Source: an optimization exercise on an open RTL-to-GDS flow (aim: small area and a short achievable clock period). Production flows keep margins and buffers that such runs may drop.
Function was checked by simulation only, so behaviour that the tests miss may differ from the original.

==> xenon: inputs <==
==> flow/design.v <==
module glade_shf (
    input  wire        clk,
    input  wire        rst,
    input  wire        trig,
    input  wire [3:0]  op,
    input  wire [63:0] a,
    input  wire [63:0] bsrc,
    input  wire [63:0] t,
    output reg  [63:0] q,
    output reg         err
);
    integer i;
    wire op_sll    = (op == 4'd0);
    wire op_srl    = (op == 4'd1);
    wire op_sra    = (op == 4'd2);
    wire op_rol    = (op == 4'd3);
    wire op_ror    = (op == 4'd4);
    wire op_bfextu = (op == 4'd5);
    wire op_bfexts = (op == 4'd6);
    wire op_bfins  = (op == 4'd7);
    wire op_brev   = (op == 4'd8);
    wire op_bswap  = (op == 4'd9);
    wire op_clz    = (op == 4'd10);
    wire op_ctz    = (op == 4'd11);
    wire op_popc   = (op == 4'd12);
    wire op_resv   = (op[3:2] == 2'b11) & (op[1:0] != 2'b00);
    wire [5:0] n     = t[5:0];
    wire       big   = |t[63:6];
    wire [6:0] w     = t[14:8];
    wire       fbad  = (|t[7:6]) | (|t[63:15]) | (w[6] & (|w[5:0]));
    wire       op_bf = op_bfextu | op_bfexts | op_bfins;
    wire       bad   = op_resv | (op_bf & fbad);
    wire       en    = trig & ~rst & ~bad;
    wire       hold  = ~rst & ~(trig & ~bad);
    wire       left = op_sll | op_rol | op_bfins;
    reg  [5:0] r;
    always @(*) begin
        r[0] = n[0];
        for (i = 1; i < 6; i = i + 1)
            r[i] = n[i] ^ (left & (|(n & ((6'd1 << i) - 6'd1))));
    end
    wire [63:0] src = op_bfins ? bsrc : a;
    wire [63:0] rot;
    glade_shf_rot u_rot (.src(src), .r(r), .rot(rot));
    wire [6:0] S   = {1'b0, n} + w;
    wire [6:0] neg = 7'd64 - {1'b0, n};
    wire op_bfext = op_bfextu | op_bfexts;
    wire e_64  = en & (op_rol | op_ror | (op_sll & ~big) | (op_bfins & S[6]));
    wire e_neg = en & (((op_srl | op_sra) & ~big) | (op_bfext & S[6]));
    wire e_w   = en & op_bfext & ~S[6];
    wire e_s   = en & op_bfins & ~S[6];
    wire [6:0] E = ({7{e_64}} & 7'd64) | ({7{e_neg}} & neg) | ({7{e_w}} & w) | ({7{e_s}} & S);
    wire [5:0] L = {6{en & (op_sll | op_bfins)}} & n;
    function automatic [63:0] ge6(input [5:0] x);
        reg [63:0] g;
        integer k, j;
        begin
            g = 64'd0;
            g[0] = 1'b1;
            for (k = 0; k < 6; k = k + 1)
                for (j = 0; j < 32; j = j + 1)
                    if (j < (1 << k)) begin
                        g[(1 << k) + j] = ~x[k] | g[j];
                        g[j]            = ~x[k] & g[j];
                    end
            ge6 = g;
        end
    endfunction
    wire [63:0] GL = ge6(L);
    wire [63:0] GE = ge6(E[5:0]);
    wire [63:0] mk = GL & ({64{E[6]}} | ~GE);
    wire [63:0] a_up = {a[62:0], 1'b0};
    wire        sign = (|w) & (S[6] ? a[63] : a_up[S[5:0]]);
    reg  [63:0] u;
    always @(*)
        for (i = 0; i < 64; i = i + 1)
            u[i] = op_clz ? t[63 - i] : t[i];
    reg [63:0] v0;
    reg [31:0] v1; reg [31:0]   p1;
    reg [15:0] v2; reg [31:0]   p2;
    reg [7:0]  v3; reg [23:0]   p3;
    reg [3:0]  v4; reg [15:0]   p4;
    reg [1:0]  v5; reg [9:0]    p5;
    reg        v6; reg [5:0]    p6;
    always @(*) begin
        v0 = u;
        for (i = 0; i < 32; i = i + 1) begin
            v1[i] = v0[2*i] | v0[2*i+1];
            p1[i] = ~v0[2*i];
        end
        for (i = 0; i < 16; i = i + 1) begin
            v2[i] = v1[2*i] | v1[2*i+1];
            p2[2*i +: 2] = v1[2*i] ? {1'b0, p1[2*i]} : {1'b1, p1[2*i+1]};
        end
        for (i = 0; i < 8; i = i + 1) begin
            v3[i] = v2[2*i] | v2[2*i+1];
            p3[3*i +: 3] = v2[2*i] ? {1'b0, p2[4*i +: 2]} : {1'b1, p2[4*i+2 +: 2]};
        end
        for (i = 0; i < 4; i = i + 1) begin
            v4[i] = v3[2*i] | v3[2*i+1];
            p4[4*i +: 4] = v3[2*i] ? {1'b0, p3[6*i +: 3]} : {1'b1, p3[6*i+3 +: 3]};
        end
        for (i = 0; i < 2; i = i + 1) begin
            v5[i] = v4[2*i] | v4[2*i+1];
            p5[5*i +: 5] = v4[2*i] ? {1'b0, p4[8*i +: 4]} : {1'b1, p4[8*i+4 +: 4]};
        end
        v6 = v5[0] | v5[1];
        p6 = v5[0] ? {1'b0, p5[4:0]} : {1'b1, p5[9:5]};
    end
    wire [6:0] tz_v = {~v6, p6 & {6{v6}}};
    wire [6:0] cnt = {7{op_clz | op_ctz}} & tz_v;
    wire f_sc  = en & ((op_sra & a[63]) | (op_bfexts & sign));
    wire f_a   = en & op_bfins;
    wire f_rev = en & op_brev;
    wire f_bsw = en & op_bswap;
    wire f_cnt = en;
    wire f_pc  = en & op_popc;
    reg [63:0] base;
    reg        fl;
    always @(*) begin
        for (i = 0; i < 64; i = i + 1) begin
            fl = f_sc | (f_a & a[i]) | (f_rev & t[63 - i]) | (f_bsw & t[8*(7 - i/8) + i%8]) | (hold & q[i]);
            if (i < 7) fl = fl | (f_cnt & cnt[i]);
            base[i] = mk[i] ? rot[i] : fl;
        end
    end
    wire [6:0] res_lo;
    glade_shf_popc u_popc (.t(t), .f_pc(f_pc), .base(base[6:0]), .res(res_lo));
    wire [63:0] res = {base[63:7], res_lo};
    always @(posedge clk) begin
        q   <= res;
        err <= ~rst & trig & bad;
    end
endmodule
module glade_shf_popc (
    input  wire [63:0] t,
    input  wire        f_pc,
    input  wire [6:0]  base,
    output wire [6:0]  res
);
    wire [2:0] pc_g0;
    glade_shf_cnt4 u_pc_g0 (.x(t[3:0]), .c(pc_g0));
    wire [2:0] pc_g1;
    glade_shf_cnt4 u_pc_g1 (.x(t[7:4]), .c(pc_g1));
    wire pc_1, pc_2; assign {pc_2, pc_1} = t[10] + t[11] + t[12];
    wire pc_3, pc_4; assign {pc_4, pc_3} = t[13] + t[14] + t[15];
    wire pc_5, pc_6; assign {pc_6, pc_5} = t[16] + t[17] + t[18];
    wire pc_7, pc_8; assign {pc_8, pc_7} = t[19] + t[20] + t[21];
    wire pc_9, pc_10; assign {pc_10, pc_9} = t[22] + t[23] + t[24];
    wire pc_11, pc_12; assign {pc_12, pc_11} = t[25] + t[26] + t[27];
    wire pc_13, pc_14; assign {pc_14, pc_13} = t[28] + t[29] + t[30];
    wire pc_15, pc_16; assign {pc_16, pc_15} = t[31] + t[32] + t[33];
    wire pc_17, pc_18; assign {pc_18, pc_17} = t[34] + t[35] + t[36];
    wire pc_19, pc_20; assign {pc_20, pc_19} = t[37] + t[38] + t[39];
    wire pc_21, pc_22; assign {pc_22, pc_21} = t[40] + t[41] + t[42];
    wire pc_23, pc_24; assign {pc_24, pc_23} = t[43] + t[44] + t[45];
    wire pc_25, pc_26; assign {pc_26, pc_25} = t[46] + t[47] + t[48];
    wire pc_27, pc_28; assign {pc_28, pc_27} = t[49] + t[50] + t[51];
    wire pc_29, pc_30; assign {pc_30, pc_29} = t[52] + t[53] + t[54];
    wire pc_31, pc_32; assign {pc_32, pc_31} = t[55] + t[56] + t[57];
    wire pc_33, pc_34; assign {pc_34, pc_33} = t[58] + t[59] + t[60];
    wire pc_35, pc_36; assign {pc_36, pc_35} = t[61] + t[62] + t[63];
    wire pc_37, pc_38; assign {pc_38, pc_37} = t[8] + t[9] + pc_1;
    wire pc_39, pc_40; assign {pc_40, pc_39} = pc_11 + pc_13 + pc_15;
    wire pc_41, pc_42; assign {pc_42, pc_41} = pc_17 + pc_19 + pc_21;
    wire pc_43, pc_44; assign {pc_44, pc_43} = pc_23 + pc_25 + pc_27;
    wire pc_45, pc_46; assign {pc_46, pc_45} = pc_29 + pc_3 + pc_31;
    wire pc_47, pc_48; assign {pc_48, pc_47} = pc_33 + pc_35 + pc_5;
    wire pc_49, pc_50; assign {pc_50, pc_49} = pc_7 + pc_9 + pc_g0[0];
    wire pc_51, pc_52; assign {pc_52, pc_51} = pc_g1[0] + pc_37 + pc_39;
    wire pc_53, pc_54; assign {pc_54, pc_53} = pc_41 + pc_43 + pc_45;
    wire pc_55, pc_56; assign {pc_56, pc_55} = pc_47 + pc_49 + pc_51;
    wire pc_57, pc_58; assign {pc_58, pc_57} = pc_10 + pc_12 + pc_14;
    wire pc_59, pc_60; assign {pc_60, pc_59} = pc_16 + pc_18 + pc_2;
    wire pc_61, pc_62; assign {pc_62, pc_61} = pc_20 + pc_22 + pc_24;
    wire pc_63, pc_64; assign {pc_64, pc_63} = pc_26 + pc_28 + pc_30;
    wire pc_65, pc_66; assign {pc_66, pc_65} = pc_32 + pc_34 + pc_36;
    wire pc_67, pc_68; assign {pc_68, pc_67} = pc_4 + pc_6 + pc_8;
    wire pc_69, pc_70; assign {pc_70, pc_69} = pc_g0[1] + pc_g1[1] + pc_38;
    wire pc_71, pc_72; assign {pc_72, pc_71} = pc_40 + pc_42 + pc_44;
    wire pc_73, pc_74; assign {pc_74, pc_73} = pc_46 + pc_48 + pc_57;
    wire pc_75, pc_76; assign {pc_76, pc_75} = pc_59 + pc_61 + pc_63;
    wire pc_77, pc_78; assign {pc_78, pc_77} = pc_65 + pc_67 + pc_50;
    wire pc_79, pc_80; assign {pc_80, pc_79} = pc_52 + pc_54 + pc_69;
    wire pc_81, pc_82; assign {pc_82, pc_81} = pc_71 + pc_73 + pc_75;
    wire pc_83, pc_84; assign {pc_84, pc_83} = pc_77 + pc_56 + pc_79;
    wire pc_85, pc_86; assign {pc_86, pc_85} = pc_g0[2] + pc_g1[2] + pc_58;
    wire pc_87, pc_88; assign {pc_88, pc_87} = pc_60 + pc_62 + pc_64;
    wire pc_89, pc_90; assign {pc_90, pc_89} = pc_66 + pc_68 + pc_70;
    wire pc_91, pc_92; assign {pc_92, pc_91} = pc_72 + pc_74 + pc_76;
    wire pc_93, pc_94; assign {pc_94, pc_93} = pc_85 + pc_87 + pc_78;
    wire pc_95, pc_96; assign {pc_96, pc_95} = pc_80 + pc_82 + pc_89;
    wire pc_97, pc_98; assign {pc_98, pc_97} = pc_91 + pc_93 + pc_84;
    wire pc_99, pc_100; assign {pc_100, pc_99} = pc_86 + pc_88 + pc_90;
    wire pc_101, pc_102; assign {pc_102, pc_101} = pc_92 + pc_94 + pc_99;
    wire pc_103, pc_104; assign {pc_104, pc_103} = pc_96 + pc_101;
    wire pc_105, pc_106; assign {pc_106, pc_105} = pc_100 + pc_102;
    wire [5:0] pc_ra = {pc_106, pc_104, pc_98, pc_95, pc_81, pc_53};
    wire [5:0] pc_rb = {1'b0, pc_105, pc_103, pc_97, pc_83, pc_55};
    wire [6:0] popc_v_full = pc_ra + pc_rb;
    wire [6:0] popc_v = popc_v_full[6:0];
    assign res = base | ({7{f_pc}} & popc_v);
endmodule
module glade_shf_rot (
    input  wire [63:0] src,
    input  wire [5:0]  r,
    output wire [63:0] rot
);
    wire [63:0] s0 = r[0] ? {src[0],    src[63:1]}  : src;
    wire [63:0] s1 = r[1] ? {s0[1:0],   s0[63:2]}   : s0;
    wire [63:0] s2 = r[2] ? {s1[3:0],   s1[63:4]}   : s1;
    wire [63:0] s3 = r[3] ? {s2[7:0],   s2[63:8]}   : s2;
    wire [63:0] s4 = r[4] ? {s3[15:0],  s3[63:16]}  : s3;
    assign rot = r[5] ? {s4[31:0], s4[63:32]}  : s4;
endmodule
module glade_shf_cnt4 (input wire [3:0] x, output reg [2:0] c);
    always @(*)
        case (x)
            4'd0: c = 3'd0;
            4'd1: c = 3'd1;
            4'd2: c = 3'd1;
            4'd3: c = 3'd2;
            4'd4: c = 3'd1;
            4'd5: c = 3'd2;
            4'd6: c = 3'd2;
            4'd7: c = 3'd3;
            4'd8: c = 3'd1;
            4'd9: c = 3'd2;
            4'd10: c = 3'd2;
            4'd11: c = 3'd3;
            4'd12: c = 3'd2;
            4'd13: c = 3'd3;
            4'd14: c = 3'd3;
            4'd15: c = 3'd4;
        endcase
endmodule
==> flow/flow/run.sh <==
#!/bin/bash
# The standard layout (standard.sh, all ORFS steps to finish) with two changes:
# - synthesis is ORFS's synth.tcl run by synth_recipe.tcl as usual, except that
#   abc maps the rotator module (glade_shf_rot) with flow/abc_rot.script
#   (area-oriented amap) and the other modules with ORFS's own abc script;
#   registers are mapped before abc, so they are the standard synthesis's;
# - the buffers that buffer_ports puts on every input and output port are
#   sky130_fd_sc_hd__buf_1 cells rather than the resizer's default choice
#   (clkdlybuf4s50_1, a slow delay cell); the timing repair can still resize them.
# make's output goes to flow_make.log; each ORFS step logs under orfs/logs/.
set -euo pipefail
here=$(pwd)
sed "s#^\( *\)log_cmd abc {\*}\$abc_args\$#\1log_cmd abc {*}[lreplace \$abc_args 1 1 $here/flow/abc_rot.script] glade_shf_rot\n\1log_cmd abc {*}\$abc_args glade_shf glade_shf_popc glade_shf_cnt4#" \
  "$FLOW_HOME/scripts/synth.tcl" > my_synth_core.tcl
grep -q "abc_rot.script\] glade_shf_rot" my_synth_core.tcl
grep -q "abc_args glade_shf glade_shf_popc glade_shf_cnt4" my_synth_core.tcl
sed "s#source \$::env(SCRIPTS_DIR)/synth.tcl#source $here/my_synth_core.tcl#" synth_recipe.tcl > my_synth.tcl
grep -q "my_synth_core.tcl" my_synth.tcl
sed "s#SYNTH_SCRIPT=[^ ]*#SYNTH_SCRIPT=$here/my_synth.tcl#" standard.sh > my_standard.sh
grep -q "SYNTH_SCRIPT=$here/my_synth.tcl" my_standard.sh
export BUFFER_PORTS_ARGS="-buffer_cell sky130_fd_sc_hd__buf_1"
bash my_standard.sh > flow_make.log 2>&1
==> flow/flow/abc_rot.script <==
strash
dch
amap -m
topo
stime -c
buffer -c
upsize -c
dnsize -c
==> flow/standard.sh <==
#!/bin/bash
# synth_recipe.tcl (not shown) runs the flow's synth.tcl, then flattens the netlist and writes it again
# the make line also repeats each setting of config.mk as NAME=value (left out here)
make -C /OpenROAD-flow-scripts/flow DESIGN_CONFIG=/design/flow/config.mk WORK_HOME=/design/flow/orfs CLKGATE_MAP_FILE= SYNTH_SCRIPT=/design/flow/synth_recipe.tcl "${@:-finish}"
==> flow/config.mk <==
export PLATFORM = sky130hd
export DESIGN_NAME = glade_shf
export DESIGN_NICKNAME = glade_shf
export VERILOG_FILES = /design/flow/design.v
export SDC_FILE = /design/flow/constraint.sdc
export NUM_CORES = 4
export LEC_CHECK = 0
export ABC_AREA = 1
export CAP_MARGIN = 30
export CORE_MARGIN = 2
export CORE_UTILIZATION = 40
export PLACE_DENSITY = 0.6
export SETUP_SLACK_MARGIN = 5
export SLEW_MARGIN = 35
export SYNTH_HIERARCHICAL = 1
export SYNTH_MINIMUM_KEEP_SIZE = 0
==> flow/constraint.sdc <==
create_clock -name core_clock -period 11.0 [get_ports {clk}]
set_input_delay 2.2000 -clock core_clock [delete_from_list [all_inputs] [get_ports {clk}]]
set_output_delay 2.2000 -clock core_clock [all_outputs]
set_load 0.01 [all_outputs]
==> inputs of juniper, as changes to xenon <==
--- a/flow/design.v
+++ b/flow/design.v
@@ -41,6 +41,10 @@
     end
     wire [63:0] src = op_bfins ? bsrc : a;
-    wire [63:0] rot;
-    glade_shf_rot u_rot (.src(src), .r(r), .rot(rot));
+    wire [63:0] s0 = r[0] ? {src[0],    src[63:1]}  : src;
+    wire [63:0] s1 = r[1] ? {s0[1:0],   s0[63:2]}   : s0;
+    wire [63:0] s2 = r[2] ? {s1[3:0],   s1[63:4]}   : s1;
+    wire [63:0] s3 = r[3] ? {s2[7:0],   s2[63:8]}   : s2;
+    wire [63:0] s4 = r[4] ? {s3[15:0],  s3[63:16]}  : s3;
+    wire [63:0] rot = r[5] ? {s4[31:0], s4[63:32]}  : s4;
     wire [6:0] S   = {1'b0, n} + w;
     wire [6:0] neg = 7'd64 - {1'b0, n};
@@ -202,16 +206,4 @@
     assign res = base | ({7{f_pc}} & popc_v);
 endmodule
-module glade_shf_rot (
-    input  wire [63:0] src,
-    input  wire [5:0]  r,
-    output wire [63:0] rot
-);
-    wire [63:0] s0 = r[0] ? {src[0],    src[63:1]}  : src;
-    wire [63:0] s1 = r[1] ? {s0[1:0],   s0[63:2]}   : s0;
-    wire [63:0] s2 = r[2] ? {s1[3:0],   s1[63:4]}   : s1;
-    wire [63:0] s3 = r[3] ? {s2[7:0],   s2[63:8]}   : s2;
-    wire [63:0] s4 = r[4] ? {s3[15:0],  s3[63:16]}  : s3;
-    assign rot = r[5] ? {s4[31:0], s4[63:32]}  : s4;
-endmodule
 module glade_shf_cnt4 (input wire [3:0] x, output reg [2:0] c);
     always @(*)
==> flow/flow/run.sh (replaced) <==
#!/bin/bash
# The standard layout (standard.sh, all ORFS steps to finish) with one change:
# the buffers that buffer_ports puts on every input and output port are
# sky130_fd_sc_hd__buf_1 cells rather than the resizer's default choice
# (clkdlybuf4s50_1, a slow delay cell). The timing repair can still resize them.
# make's output goes to flow_make.log; each ORFS step logs under orfs/logs/.
set -euo pipefail
export BUFFER_PORTS_ARGS="-buffer_cell sky130_fd_sc_hd__buf_1"
bash standard.sh > flow_make.log 2>&1
removed: flow/flow/abc_rot.script
==> inputs of umber, as changes to xenon <==
--- a/flow/design.v
+++ b/flow/design.v
@@ -71,42 +71,12 @@
     wire [63:0] mk = GL & ({64{E[6]}} | ~GE);
     wire [63:0] a_up = {a[62:0], 1'b0};
-    wire        sign = (|w) & (S[6] ? a[63] : a_up[S[5:0]]);
+    wire        sign;
+    glade_shf_sign u_sign (.a_up(a_up), .a63(a[63]), .S(S), .wnz(|w), .sign(sign));
     reg  [63:0] u;
     always @(*)
         for (i = 0; i < 64; i = i + 1)
             u[i] = op_clz ? t[63 - i] : t[i];
-    reg [63:0] v0;
-    reg [31:0] v1; reg [31:0]   p1;
-    reg [15:0] v2; reg [31:0]   p2;
-    reg [7:0]  v3; reg [23:0]   p3;
-    reg [3:0]  v4; reg [15:0]   p4;
-    reg [1:0]  v5; reg [9:0]    p5;
-    reg        v6; reg [5:0]    p6;
-    always @(*) begin
-        v0 = u;
-        for (i = 0; i < 32; i = i + 1) begin
-            v1[i] = v0[2*i] | v0[2*i+1];
-            p1[i] = ~v0[2*i];
-        end
-        for (i = 0; i < 16; i = i + 1) begin
-            v2[i] = v1[2*i] | v1[2*i+1];
-            p2[2*i +: 2] = v1[2*i] ? {1'b0, p1[2*i]} : {1'b1, p1[2*i+1]};
-        end
-        for (i = 0; i < 8; i = i + 1) begin
-            v3[i] = v2[2*i] | v2[2*i+1];
-            p3[3*i +: 3] = v2[2*i] ? {1'b0, p2[4*i +: 2]} : {1'b1, p2[4*i+2 +: 2]};
-        end
-        for (i = 0; i < 4; i = i + 1) begin
-            v4[i] = v3[2*i] | v3[2*i+1];
-            p4[4*i +: 4] = v3[2*i] ? {1'b0, p3[6*i +: 3]} : {1'b1, p3[6*i+3 +: 3]};
-        end
-        for (i = 0; i < 2; i = i + 1) begin
-            v5[i] = v4[2*i] | v4[2*i+1];
-            p5[5*i +: 5] = v4[2*i] ? {1'b0, p4[8*i +: 4]} : {1'b1, p4[8*i+4 +: 4]};
-        end
-        v6 = v5[0] | v5[1];
-        p6 = v5[0] ? {1'b0, p5[4:0]} : {1'b1, p5[9:5]};
-    end
-    wire [6:0] tz_v = {~v6, p6 & {6{v6}}};
+    wire [6:0] tz_v;
+    glade_shf_ctz u_ctz (.u(u), .z(tz_v));
     wire [6:0] cnt = {7{op_clz | op_ctz}} & tz_v;
     wire f_sc  = en & ((op_sra & a[63]) | (op_bfexts & sign));
@@ -214,4 +184,52 @@
     assign rot = r[5] ? {s4[31:0], s4[63:32]}  : s4;
 endmodule
+module glade_shf_ctz (
+    input  wire [63:0] u,
+    output wire [6:0]  z
+);
+    integer i;
+    reg [63:0] v0;
+    reg [31:0] v1; reg [31:0]   p1;
+    reg [15:0] v2; reg [31:0]   p2;
+    reg [7:0]  v3; reg [23:0]   p3;
+    reg [3:0]  v4; reg [15:0]   p4;
+    reg [1:0]  v5; reg [9:0]    p5;
+    reg        v6; reg [5:0]    p6;
+    always @(*) begin
+        v0 = u;
+        for (i = 0; i < 32; i = i + 1) begin
+            v1[i] = v0[2*i] | v0[2*i+1];
+            p1[i] = ~v0[2*i];
+        end
+        for (i = 0; i < 16; i = i + 1) begin
+            v2[i] = v1[2*i] | v1[2*i+1];
+            p2[2*i +: 2] = v1[2*i] ? {1'b0, p1[2*i]} : {1'b1, p1[2*i+1]};
+        end
+        for (i = 0; i < 8; i = i + 1) begin
+            v3[i] = v2[2*i] | v2[2*i+1];
+            p3[3*i +: 3] = v2[2*i] ? {1'b0, p2[4*i +: 2]} : {1'b1, p2[4*i+2 +: 2]};
+        end
+        for (i = 0; i < 4; i = i + 1) begin
+            v4[i] = v3[2*i] | v3[2*i+1];
+            p4[4*i +: 4] = v3[2*i] ? {1'b0, p3[6*i +: 3]} : {1'b1, p3[6*i+3 +: 3]};
+        end
+        for (i = 0; i < 2; i = i + 1) begin
+            v5[i] = v4[2*i] | v4[2*i+1];
+            p5[5*i +: 5] = v4[2*i] ? {1'b0, p4[8*i +: 4]} : {1'b1, p4[8*i+4 +: 4]};
+        end
+        v6 = v5[0] | v5[1];
+        p6 = v5[0] ? {1'b0, p5[4:0]} : {1'b1, p5[9:5]};
+    end
+    assign z = {~v6, p6 & {6{v6}}};
+endmodule
+module glade_shf_sign (
+    input  wire [63:0] a_up,
+    input  wire        a63,
+    input  wire [6:0]  S,
+    input  wire        wnz,
+    output wire        sign
+);
+    assign sign = wnz & (S[6] ? a63 : a_up[S[5:0]]);
+endmodule
 module glade_shf_cnt4 (input wire [3:0] x, output reg [2:0] c);
     always @(*)
==> flow/flow/run.sh (replaced) <==
#!/bin/bash
# The standard layout (standard.sh, all ORFS steps to finish) with two changes:
# - synthesis is ORFS's synth.tcl run by synth_recipe.tcl as usual, except that
#   abc maps the rotator, trailing-zero count, field-sign and nibble-count
#   modules with flow/abc_blocks.script (area-only amap), the top module with
#   flow/abc_top.script (amap weighted towards area) and the population count
#   (glade_shf_popc) with ORFS's own abc script; registers are mapped before
#   abc, so they are the standard synthesis's;
# - the buffers that buffer_ports puts on every input and output port are
#   sky130_fd_sc_hd__buf_1 cells rather than the resizer's default choice
#   (clkdlybuf4s50_1, a slow delay cell); the timing repair can still resize them.
# make's output goes to flow_make.log; each ORFS step logs under orfs/logs/.
set -euo pipefail
here=$(pwd)
block_mods="glade_shf_rot glade_shf_ctz glade_shf_sign glade_shf_cnt4"
top_mods="glade_shf"
other_mods="glade_shf_popc"
sed "s#^\( *\)log_cmd abc {\*}\$abc_args\$#\1log_cmd abc {*}[lreplace \$abc_args 1 1 $here/flow/abc_blocks.script] $block_mods\n\1log_cmd abc {*}[lreplace \$abc_args 1 1 $here/flow/abc_top.script] $top_mods\n\1log_cmd abc {*}\$abc_args $other_mods#" \
  "$FLOW_HOME/scripts/synth.tcl" > my_synth_core.tcl
grep -q "abc_blocks.script\] $block_mods" my_synth_core.tcl
grep -q "abc_top.script\] $top_mods" my_synth_core.tcl
grep -q "abc_args $other_mods" my_synth_core.tcl
sed "s#source \$::env(SCRIPTS_DIR)/synth.tcl#source $here/my_synth_core.tcl#" synth_recipe.tcl > my_synth.tcl
grep -q "my_synth_core.tcl" my_synth.tcl
sed "s#SYNTH_SCRIPT=[^ ]*#SYNTH_SCRIPT=$here/my_synth.tcl#" standard.sh > my_standard.sh
grep -q "SYNTH_SCRIPT=$here/my_synth.tcl" my_standard.sh
export BUFFER_PORTS_ARGS="-buffer_cell sky130_fd_sc_hd__buf_1"
bash my_standard.sh > flow_make.log 2>&1
==> flow/flow/abc_blocks.script (new file) <==
strash
dch
amap -m
topo
stime -c
buffer -c
upsize -c
dnsize -c
==> flow/flow/abc_top.script (new file) <==
strash
dch
amap -m -Q 3
topo
stime -c
buffer -c
upsize -c
dnsize -c
removed: flow/flow/abc_rot.script
==> flow_metrics.tcl <==
set metrics [dict create \
    design_area_um2 15800 \
    p_leak_nw 5.78 \
    num_rows 67 \
    synth-simple-area-share 0.124 \
    status "complete, no violations" \
    slowest_delay_ns 0.54 \
    multi_input_area_share 0.692 \
    cpLargestDelayFamily "compound AO/OA/AOI/OAI gates" \
    grt_pass1_vias 16043 \
    cp.depth 22 \
    vdd_drop_max_v 0.000244 \
    reg2reg_slack_ns 9.62 \
    synthXorXnorAreaFrac 0.00259 \
    first_iter_violations 3248 \
    post-place-ws_ns 3.27 \
    synthTopCellsByCount "264 x o22a_1, 258 x o22ai_1, 246 x inv_1, 136 x clkbuf_1, 132 x nor2_1" \
]
the above is filed under umber

==> flow_metrics.tcl <==
set metrics [dict create \
    synthXorXnorAreaFrac 0.00564 \
    async_flop_share 0 \
    syn_area_per_cell_um2 5.48 \
    htreeDepth 3 \
    slowest_delay_ns 0.56 \
    p_leak_nw 8.59 \
    status "complete, no violations" \
    routed_wl_um 95600 \
    seqCellArea_um2 1300 \
    worst_hold_path.num_cells 4 \
    post-place-ws_ns 3.97 \
    cp.depth 19 \
    multi_input_area_share 0.727 \
    synthTopCellsByCount "863 x nand2_1, 528 x nand3_1, 257 x inv_1, 230 x o21ai_0, 158 x nor2_1" \
    num_rows 71 \
    vdd_drop_max_v 0.000214 \
    first_iter_violations 3490 \
    taps 511 \
    reg2reg_slack_ns 9.12 \
    seq_area_frac_synth 0.0850 \
    design_area_um2 17100 \
    cpLargestDelayFamily "adder cells" \
]
the above is filed under juniper

==> flow_metrics.tcl <==
set metrics [dict create \
    synthXorXnorAreaFrac 0.00604 \
    cpLargestDelayFamily "simple AND/OR/NAND/NOR gates" \
    num_rows 69 \
    cp.depth 15 \
    post-place-ws_ns 3.92 \
    first_iter_violations 3339 \
    slowest_delay_ns 0.95 \
    reg2reg_slack_ns 9.24 \
    synth-simple-area-share 0.306 \
    grt_pass1_vias 17467 \
    p_leak_nw 7.33 \
    multi_input_area_share 0.714 \
    track_usage 0.436 \
    synth_top_family_by_area "compound AO/OA/AOI/OAI gates" \
    htreeDepth 3 \
    status "complete, no violations" \
]
the above is filed under xenon

afterwards: timing with drivers on the ports:
In the flow no input, the clock included, has a driving cell. The finished layouts below were timed again as built, in two steps. Step 1: set_driving_cell puts a clkbuf_16 on clk and a buf_2 on each other input, an assumption about the parent block. Step 2 times the ports against the registers' clock, not the clock port: input delays grow and output delays shrink by t, the midpoint of the rising clock arrivals with the driver on. Slacks: ideal ports / drivers / drivers and shift; pairs: ideal ports / drivers.
| run | t, ns | setup slack, ns | hold slack, ns | clock arrival spread, ns |
|---|---|---|---|---|
| xenon | 0.422 | 4.911 / 4.935 / 4.512 | 0.613 / 0.613 / 0.613 | 0.019 / 0.019 |
| juniper | 0.393 | 5.039 / 5.051 / 4.658 | 0.596 / 0.596 / 0.596 | 0.009 / 0.008 |
| umber | 0.399 | 5.000 / 5.013 / 4.614 | 0.572 / 0.572 / 0.572 | 0.009 / 0.008 |
After both steps every run listed still meets setup and hold. The setup slack of xenon, which loses most, moves by +0.024 ns with the drivers and by -0.399 ns with both steps.
